This design comes from an exercise in tuning for small area, a short achievable clock period and few clock cycles per item on the open sky130 flow, not from production work.
In this exercise RTL edits were held to simulation tests only and were not proved equivalent to the original.
Power is estimated from default activity; no workload was simulated.

== job 745 ==
## kvx_bal
module kvx_bal (
    input  wire         clk,
    input  wire         rst,
    input  wire         cfg_we,
    input  wire [1:0]   cfg_addr,
    input  wire [15:0]  cfg_data,
    input  wire         in_valid,
    output wire         in_ready,
    input  wire [31:0]  in_incl,
    input  wire [511:0] in_cur,
    output reg          out_valid,
    output reg          out_changed,
    output reg          out_bal_err,
    output wire [511:0] out_trims
);
Size in the first run: ~5,300 cells after synthesis, roughly 1,100 I/O pins.
Settings: LEC_CHECK=0, ABC_CLOCK_PERIOD_IN_PS=4300, CAP_MARGIN=20, CORE_MARGIN=2, CORE_UTILIZATION=55, CTS_CLUSTER_DIAMETER=100, CTS_CLUSTER_SIZE=30, SLEW_MARGIN=20; clock period 14.0 ns.
standard.sh (not shown) runs the stock make flow with config.mk's settings and CLKGATE_MAP_FILE= SYNTH_SCRIPT=/design/flow/synth_recipe.tcl, a recipe that flattens the netlist after the stock synthesis.
==> flow/flow/run.sh <==
#!/bin/bash
# Layout: the standard flow (standard.sh, all steps), except that
#  - every input and output port is buffered with sky130_fd_sc_hd__buf_1
#    instead of the cell buffer_ports picks by itself;
set -euo pipefail
export BUFFER_PORTS_ARGS="-buffer_cell sky130_fd_sc_hd__buf_1"
export SETUP_SLACK_MARGIN=9.65
bash standard.sh > standard.log 2>&1
Job 745 reached the final stage; the timing, design-rule and antenna checks on its layout passed.
Testbench counts of job 745, summed over its fixed seeds: cycles 82,016, items 1,280.
--- input diff job 745..job 9758 ---
Settings: CTS_CLUSTER_DIAMETER removed (was 100); CTS_CLUSTER_SIZE removed (was 30).
--- a/flow/flow/run.sh
+++ b/flow/flow/run.sh
@@ -5,4 +5,4 @@
 set -euo pipefail
 export BUFFER_PORTS_ARGS="-buffer_cell sky130_fd_sc_hd__buf_1"
-export SETUP_SLACK_MARGIN=9.65
+export SETUP_SLACK_MARGIN=9.4
 bash standard.sh > standard.log 2>&1
Findings:
Changes observed in job 9758 relative to job 745: cell count now larger, total power saw an increase, register clock-pin slew on the reported worst setup and hold paths decreased by 0.04 ns relative to the old numbers. The type of the setup path with the least slack comes out reg -> out in one run and reg -> reg in the other, namely in job 9758 and job 745 respectively. In job 9758, the number of DRC violations after detailed-routing iteration 0 came out 1.6% below the value in job 745.
### job 9758 -> job 1634
Settings: CTS_CLUSTER_SIZE now 24, previously not set; CTS_CLUSTER_DIAMETER now 100, previously not set.
--- a/flow/flow/run.sh
+++ b/flow/flow/run.sh
@@ -5,4 +5,4 @@
 set -euo pipefail
 export BUFFER_PORTS_ARGS="-buffer_cell sky130_fd_sc_hd__buf_1"
-export SETUP_SLACK_MARGIN=9.4
+export SETUP_SLACK_MARGIN=9.65
 bash standard.sh > standard.log 2>&1
Job 1634 vs job 9758, termination of the worst setup path: f4[7] vs out_trims[502]
Comparing total area of sequential cells for job 1634 and job 9758, the bigger number came from job 1634.
Lower final worst slack was reported by job 9758, not job 1634.
Compared with job 9758, job 1634 shows a lower area growth from synthesis to layout.
Clock power for job 1634: 42% down relative to job 9758
Comparing the two runs side by side, job 1634 comes out ahead of job 9758 on final critical path time including I/O delays and setup.
On sequential portion of the cell area, the lower figure sits with job 9758, not job 1634.
Edits applied to the flow inputs when going from job 1634 to job 7419:
Settings: removing CTS_CLUSTER_DIAMETER (formerly 100); removing CTS_CLUSTER_SIZE (formerly 24).
Compare job 1634 and job 7419 | maximum vdd drop higher: job 1634
On utilization after layout, the lower figure sits with job 1634, not job 7419.
Summary of job 7419 over job 1634: register bit total from synthesis held steady, setup slack after layout went down by 0.025 ns, final standard cell area without fillers climbed 3.0%.
Job 7419 ended up with a higher global-route track usage on met3 than job 1634 did.
Job 1634 → job 7419: cell count went up; final hold violation count shows no meaningful change; summed negative setup slack over all endpoints ~0 delta; total detailed-routing wirelength shows an increase of about 1.5%; clock buffer count in the final layout grew by 70.
Inputs modified between job 7419 and job 8284:
Settings: CTS_BUF_LIST now sky130_fd_sc_hd__clkbuf_8, previously not set.
## What came out
- | finished layout cell area | job 8284 vs job 7419 | 0.95% higher |
- Average wire length per cell after detail routing ended up 0.30 um lower on job 8284 than on job 7419.
- Number of levels the H-tree was split into, job 7419 and job 8284, higher one = job 8284.
- Share of the clock period used by the worst path: job 8284 vs job 7419, no meaningful difference
- Comparing first-iteration DRC count for job 7419 and job 8284, the bigger number came from job 8284.
- Number of global-route vias before repair (lower): job 7419
> inputs changed (job 8284 -> job 8612)
Settings: clearing CTS_BUF_LIST, which used to be sky130_fd_sc_hd__clkbuf_8.
--- a/flow/flow/run.sh
+++ b/flow/flow/run.sh
@@ -5,4 +5,4 @@
 set -euo pipefail
 export BUFFER_PORTS_ARGS="-buffer_cell sky130_fd_sc_hd__buf_1"
-export SETUP_SLACK_MARGIN=9.65
+export SETUP_SLACK_MARGIN=9.85
 bash standard.sh > standard.log 2>&1
Looking only at per-cell routed wire length, and setting everything else aside, the lower value of job 8612 and job 8284 goes to job 8284. Against job 8284, job 8612 comes in 0.35 points higher on period utilization. Looking at job 8612 and job 8284, the wire length on met1 is a wash. On job 8612: worst path required time is 0.16 ns lower than what job 8284 gave.

* * *

kvx_bal, a different RTL version from the one above (not shown whole).
Size: about 1100 I/O pins.
export LEC_CHECK = 0
export ABC_CLOCK_PERIOD_IN_PS = 4300
export CAP_MARGIN = 20
export CORE_MARGIN = 2
export CORE_UTILIZATION = 55
export SLEW_MARGIN = 20
create_clock -name core_clock -period 14.0 [get_ports {clk}]
==> flow/flow/run.sh <==
#!/bin/bash
# Layout: the standard flow (standard.sh, all steps), except that
#  - every input and output port is buffered with sky130_fd_sc_hd__buf_1
#    instead of the cell buffer_ports picks by itself;
set -euo pipefail
export BUFFER_PORTS_ARGS="-buffer_cell sky130_fd_sc_hd__buf_1"
export SETUP_SLACK_MARGIN=10.1
bash standard.sh > standard.log 2>&1
The starting point aborted during global routing (5_1_grt), error GRT-0232.
Testbench counts at the start, summed over its fixed seeds: cycles 82,016, items 1,280.
Change:
--- a/flow/flow/run.sh
+++ b/flow/flow/run.sh
@@ -7 +7 @@
-export SETUP_SLACK_MARGIN=10.1
+export SETUP_SLACK_MARGIN=9.8
With this change the flow passed the timing, design-rule and antenna checks. Synthesized cell count stays the same. Synthesized area does not change.

[what the ideal ports hide]
No port has a modelled driver above. Below, the same layouts with a new extraction and two added sets of constraints. Step 1: set_driving_cell puts a clkbuf_16 on clk and a buf_2 on each other input, an assumption about the parent block. Step 2 moves the port delays by t, midway between the first and last clock arrival at a register: inputs arrive t later, outputs are due t later. That takes back most of the time a late clock gives input paths. a / b / c = no drivers / after step 1 / after step 2; a / b = the first two.
| run | shift t [ns] | slack for setup (ns) | clock arrival spread, ns |
|---|---|---|---|
| job 745 | 0.720 | 9.572 / 9.547 / 9.133 | 0.043 / 0.043 |
| job 9758 | 0.767 | 9.422 / 9.347 / 9.000 | 0.050 / 0.050 |
| job 1634 | 0.731 | 9.580 / 9.564 / 9.069 | 0.040 / 0.040 |
| job 7419 | 0.768 | 9.556 / 9.556 / 9.064 | 0.059 / 0.059 |
| job 8284 | 0.931 | 9.538 / 9.538 / 9.045 | 0.054 / 0.054 |
| job 8612 | 0.768 | 9.490 / 9.490 / 9.265 | 0.059 / 0.059 |
| the second run of note 2 | 0.770 | 9.127 / 9.127 / 9.127 | 0.065 / 0.065 |
After both steps every run listed still meets setup and hold. For job 1634, which loses most, drivers alone change the setup slack by -0.016 ns; drivers and shift together by -0.511 ns.
